This design comes from an exercise in tuning for small area, a short achievable clock period and few clock cycles per item on the open sky130 flow, not from production work. Where RTL was checked, it was by simulation tests only, not by an equivalence proof against the original.

==> flow/design.v (excerpt) <==
module pagecode_dec (
  input  wire        clk,
  input  wire        rst,
  input  wire        in_valid,
  input  wire [7:0]  in_data,
  output reg         in_ready,
  output reg         out_valid,
  output reg         out_clean,
  output reg         out_poison,
  output reg         out_ok,
  output reg  [2:0]  out_count,
  output wire [31:0] out_pos,
  output wire [31:0] out_val
);
export LEC_CHECK = 0
export CAP_MARGIN = 20
export CORE_MARGIN = 2
export CORE_UTILIZATION = 40
export SLEW_MARGIN = 20
create_clock -name core_clock -period 12.0 [get_ports {clk}]
standard.sh (not shown) runs the stock make flow with config.mk's settings and CLKGATE_MAP_FILE= SYNTH_SCRIPT=/design/flow/synth_recipe.tcl, a recipe that flattens the netlist after the stock synthesis.
==> flow/flow/run.sh <==
#!/bin/bash
# The standard layout, with ORFS's repair_timing aiming at a setup slack
# margin of 9 ns, and buf_2 cells as the port buffers (the SDC, clock period
# and all other settings unchanged).
set -euo pipefail
export SETUP_SLACK_MARGIN=9
export BUFFER_PORTS_ARGS="-buffer_cell sky130_fd_sc_hd__buf_2"
bash standard.sh > standard_flow.log 2>&1
Next try:
--- a/flow/flow/run.sh
+++ b/flow/flow/run.sh
@@ -3 +3 @@
-# margin of 9 ns, and buf_2 cells as the port buffers (the SDC, clock period
+# margin of 8.5 ns, and buf_2 cells as the port buffers (the SDC, clock period
@@ -6 +6 @@
-export SETUP_SLACK_MARGIN=9
+export SETUP_SLACK_MARGIN=8.5
- CORE_UTILIZATION: 40 -> 65
The new run ran to the end with no violations.
Utilization came out higher by 23 points.
First-iteration DRC count came out higher by 18%.
Final cell count came out lower by 13%.
Hold slack is worse by 20 ps.
Sequential cell count stays the same.
Maximum frequency came out higher by 1.7%.
Clock-buffer cell count came out higher by 7.
Next try:
==> flow/flow/run.sh (replaced) <==
#!/bin/bash
# The standard layout, with ORFS's repair_timing aiming at a setup slack
# margin of 9 ns (the SDC, clock period and all other settings unchanged).
set -euo pipefail
export SETUP_SLACK_MARGIN=9
bash standard.sh > standard_flow.log 2>&1
- CORE_UTILIZATION: 65 -> 40
The new run ran to the end with no violations.
Register-to-register slack is better by 430 ps.
Routed wire length rises by about 12%.
Utilization decreases by 24 points.
Sequential share of layout area is lower by 3.3 points.
Final area went up by about 11%.
Clock-buffer cell count fell by 2.
Clock skew decreases by 15 ps.
Die area goes up by about 60%.
Via count climbs by 2.8%.
No functional check of the RTL was part of any run of this note.


pagecode_dec, a different RTL version from the one above (not shown whole).
Size: about 2300 cells after synthesis, ~390 flip-flops, ~83 I/O pins, ~24000 um2 of cells after synthesis.
export LEC_CHECK = 0
export CAP_MARGIN = 20
export CORE_MARGIN = 2
export CORE_UTILIZATION = 40
export CTS_CLUSTER_DIAMETER = 80
export CTS_CLUSTER_SIZE = 20
export SLEW_MARGIN = 20
create_clock -name core_clock -period 12.0 [get_ports {clk}]
==> flow/flow/run.sh <==
#!/bin/bash
# The standard layout, with ORFS's repair_timing aiming at a setup slack
# margin of 8.6 ns, and buf_2 cells as the port buffers (the SDC, clock period
# and all other settings unchanged).
set -euo pipefail
export SETUP_SLACK_MARGIN=8.6
export BUFFER_PORTS_ARGS="-buffer_cell sky130_fd_sc_hd__buf_2"
bash standard.sh > standard_flow.log 2>&1
Testbench counts at the start, summed over its fixed seeds: cycles 53,187, items 384.
Rerun with:
==> flow/flow/run.sh (replaced) <==
#!/bin/bash
# The standard layout, with ORFS's repair_timing aiming at a setup slack
# margin of 8.4 ns, and buf_2 cells as the port buffers (the SDC, clock period
# and all other settings unchanged).
set -euo pipefail
export SETUP_SLACK_MARGIN=8.4
export BUFFER_PORTS_ARGS="-buffer_cell sky130_fd_sc_hd__buf_2"
bash standard.sh > standard_flow.log 2>&1
- CORE_UTILIZATION: 40 -> 50
After rerunning:
- cell count fell by 5.9%
- utilization goes up by 9.9 points
- worst setup slack is worse by 0.016 ns
- first-iteration DRC count is higher by about 6%
- final area decreases by 3.2%
- count of clock-buffer cells in the layout climbs by 1
Rerun with:
==> flow/flow/run.sh (replaced) <==
#!/bin/bash
# The standard layout, with ORFS's repair_timing aiming at a setup slack
# margin of 8.5 ns, and buf_2 cells as the port buffers (the SDC, clock period
# and all other settings unchanged).
set -euo pipefail
export SETUP_SLACK_MARGIN=8.5
export BUFFER_PORTS_ARGS="-buffer_cell sky130_fd_sc_hd__buf_2"
bash standard.sh > standard_flow.log 2>&1
=> The new run completed with no timing, DRC or antenna violations; cell area is about the same; utilization climbs by 0.12 points; wire length rose by 1.2%; hold slack barely changes; register-to-register slack improved by 0.11 ns; worst setup slack is better by 0.043 ns; global-route usage increases by 0.25 points; maximum frequency is higher by 1.2%; area after synthesis does not change.
Rerun with:
- CORE_UTILIZATION: 50 -> 40
- CTS_CLUSTER_DIAMETER: 80 -> 60
- CTS_CLUSTER_SIZE: 20 -> 16
=> Final area is higher by 2.7%; wire length is higher by 2.4%; worst setup slack is about the same; synthesized area is unchanged; global-route usage is lower by 5.0 points; via count stays the same; non-clock buffer count is higher by 7; hold slack loses 0.010 ns; final cell count is higher by 6.4%; sequential cell count does not change.
Rerun with:
- CTS_CLUSTER_DIAMETER: 60 -> default
- CTS_CLUSTER_SIZE: 16 -> default
Effect:
- The new run ran to the end with no violations
- via count hardly moves
- cell count is higher by about 0.5%
- design area increases by 0.49%
- synthesized cell count does not change
- setup slack degrades by 0.013 ns
- register-to-register slack gets better by 0.02 ns


== rev 12 ==
pagecode_dec, a different RTL version from the one above (not shown whole).
Size in the first run: ~2400 cells after synthesis, roughly 320 flip-flops, roughly 0.023 mm2 of cells after synthesis.
export LEC_CHECK = 0
export CAP_MARGIN = 20
export CORE_MARGIN = 2
export CORE_UTILIZATION = 40
export SLEW_MARGIN = 20
create_clock -name core_clock -period 12.0 [get_ports {clk}]
==> flow/flow/run.sh <==
#!/bin/bash
# The standard layout, with ORFS's repair_timing aiming at a setup slack
# margin of 8.5 ns, and buf_2 cells as the port buffers (the SDC, clock period
# and all other settings unchanged).
set -euo pipefail
export SETUP_SLACK_MARGIN=8.5
export BUFFER_PORTS_ARGS="-buffer_cell sky130_fd_sc_hd__buf_2"
bash standard.sh > standard_flow.log 2>&1
> inputs changed (rev 12 -> rev 13)
Settings: CORE_UTILIZATION now 55, was 40.
## What came out
- [compare] base=rev 12 new=rev 13: first-iteration DRC count moved down, layout overhead on the synthesized area moved down.
- The most common cell after layout, fill and taps aside comes out sky130_fd_sc_hd__xnor2_1 in one run and sky130_fd_sc_hd__nand2_1 in the other, namely in rev 12 and rev 13 respectively.
- Of the two values seen for top layer used by detailed routing, met5 was produced by rev 13 and met4 by rev 12.
No run of this note included a check of the RTL's function; only the layout flow was run.


Another version of the RTL of pagecode_dec (not shown whole).
Size in the first run: roughly 2,500 cells after synthesis, roughly 83 I/O pins.
export LEC_CHECK = 0
export CAP_MARGIN = 20
export CORE_MARGIN = 2
export CORE_UTILIZATION = 40
export SLEW_MARGIN = 20
create_clock -name core_clock -period 12.0 [get_ports {clk}]
==> flow/flow/run.sh <==
#!/bin/bash
# The standard layout, with ORFS's repair_timing aiming at a setup slack
# margin of 8 ns (the SDC, clock period and all other settings unchanged).
set -euo pipefail
export SETUP_SLACK_MARGIN=8
bash standard.sh > standard_flow.log 2>&1
The baseline completed with no timing, DRC or antenna violations.
Change:
==> flow/flow/run.sh (replaced) <==
#!/bin/bash
# The standard layout, with ORFS's repair_timing aiming at a setup slack
# margin of 7 ns (the SDC, clock period and all other settings unchanged).
set -euo pipefail
export SETUP_SLACK_MARGIN=7
bash standard.sh > standard_flow.log 2>&1
Effect: Worst setup slack is worse by 460 ps; core utilization decreases by 1.1 points; clock skew increases by 3.2 ps.
Function was not checked in any run of this note: the RTL went through the layout flow alone.


pagecode_dec, a different RTL version from the one above (not shown whole).
For scale: about 3500 cells after synthesis, ~83 I/O pins, roughly 26000 um2 of cells after synthesis.
Settings: LEC_CHECK=0, ABC_AREA=1, CAP_MARGIN=20, CORE_MARGIN=2, CORE_UTILIZATION=40, SLEW_MARGIN=20; clock period 12.0 ns.
==> flow/flow/run.sh <==
#!/bin/bash
# The standard layout, with ORFS's repair_timing aiming at a setup slack
# margin of 8.5 ns, and buf_2 cells as the port buffers (the SDC, clock period
# and all other settings unchanged).
set -euo pipefail
export SETUP_SLACK_MARGIN=8.5
export BUFFER_PORTS_ARGS="-buffer_cell sky130_fd_sc_hd__buf_2"
bash standard.sh > standard_flow.log 2>&1
The baseline passed the timing, design-rule and antenna checks.
Testbench counts at the start, summed over its fixed seeds: cycles 53,187, items 384.
Change:
ABC_AREA = default   (was 1)
Hold slack is better by 0.061 ns.
First-iteration DRC count drops by 15%.
Synthesized cell count went down by 32%.
Worst setup slack degrades by 0.011 ns.
Synthesized area goes down by 8.3%.
Cell area falls by 8.1%.
Via count falls by 23%.
Change:
CTS_BUF_LIST = sky130_fd_sc_hd__clkbuf_8   (was default)
=>
- setup slack gets worse by 0.058 ns
- cell area came out higher by 1.2%
- die area stays the same
- utilization climbs by 0.54 points
- sequential share of layout area drops by 0.31 points
- synthesized area is unchanged
- worst hold slack gets worse by 0.0037 ns
- sequential cell count stays the same

==> what the ideal ports hide <==
The flow's constraints put no driver on any port. The routed layouts listed below were extracted and timed again, unchanged, in two steps.
Step 1 sets driving cells, clkbuf_16 on the clock port and buf_2 on the other inputs (assumed; they add their load-dependent delay and slew).
Step 2 times the ports against the registers' clock, not the clock port: input delays grow and output delays shrink by t, the midpoint of the rising clock arrivals with the driver on.
a / b / c = ideal ports / drivers / drivers and shift; a / b = the first two.
run	t, ns	slack for setup (ns)	worst register clock-pin slew, ns	cell pins on the clock port's net
the first run of note 1	0.641	8.264 / 8.205 / 8.307	0.07 / 0.07	1
the second run of note 1	0.626	8.327 / 8.268 / 8.094	0.06 / 0.06	1
the third run of note 1	0.632	8.244 / 8.187 / 8.381	0.07 / 0.07	1
the first run of note 2	0.667	8.498 / 8.438 / 8.648	0.09 / 0.09	1
the second run of note 2	0.642	8.482 / 8.427 / 8.482	0.09 / 0.09	1
the third run of note 2	0.654	8.525 / 8.466 / 8.590	0.09 / 0.09	1
the fourth run of note 2	0.636	8.524 / 8.464 / 8.570	0.08 / 0.08	1
the fifth run of note 2	0.641	8.511 / 8.456 / 8.590	0.06 / 0.06	1
rev 12	0.613	8.355 / 8.289 / 8.537	0.07 / 0.07	1
rev 13	0.625	8.348 / 8.289 / 8.465	0.06 / 0.06	1
the first run of note 4	0.654	8.003 / 7.939 / 7.920	0.07 / 0.07	1
the second run of note 4	0.645	7.542 / 7.528 / 7.542	0.07 / 0.07	1
the first run of note 5	0.641	8.534 / 8.479 / 8.496	0.07 / 0.07	1
the second run of note 5	0.653	8.523 / 8.470 / 8.635	0.07 / 0.07	1
the third run of note 5	0.728	8.465 / 8.409 / 8.653	0.07 / 0.07	1
After both steps every run listed still meets setup and hold. The setup slack of the second run of note 1, which loses most, moves by -0.059 ns with the drivers and by -0.233 ns with both steps.
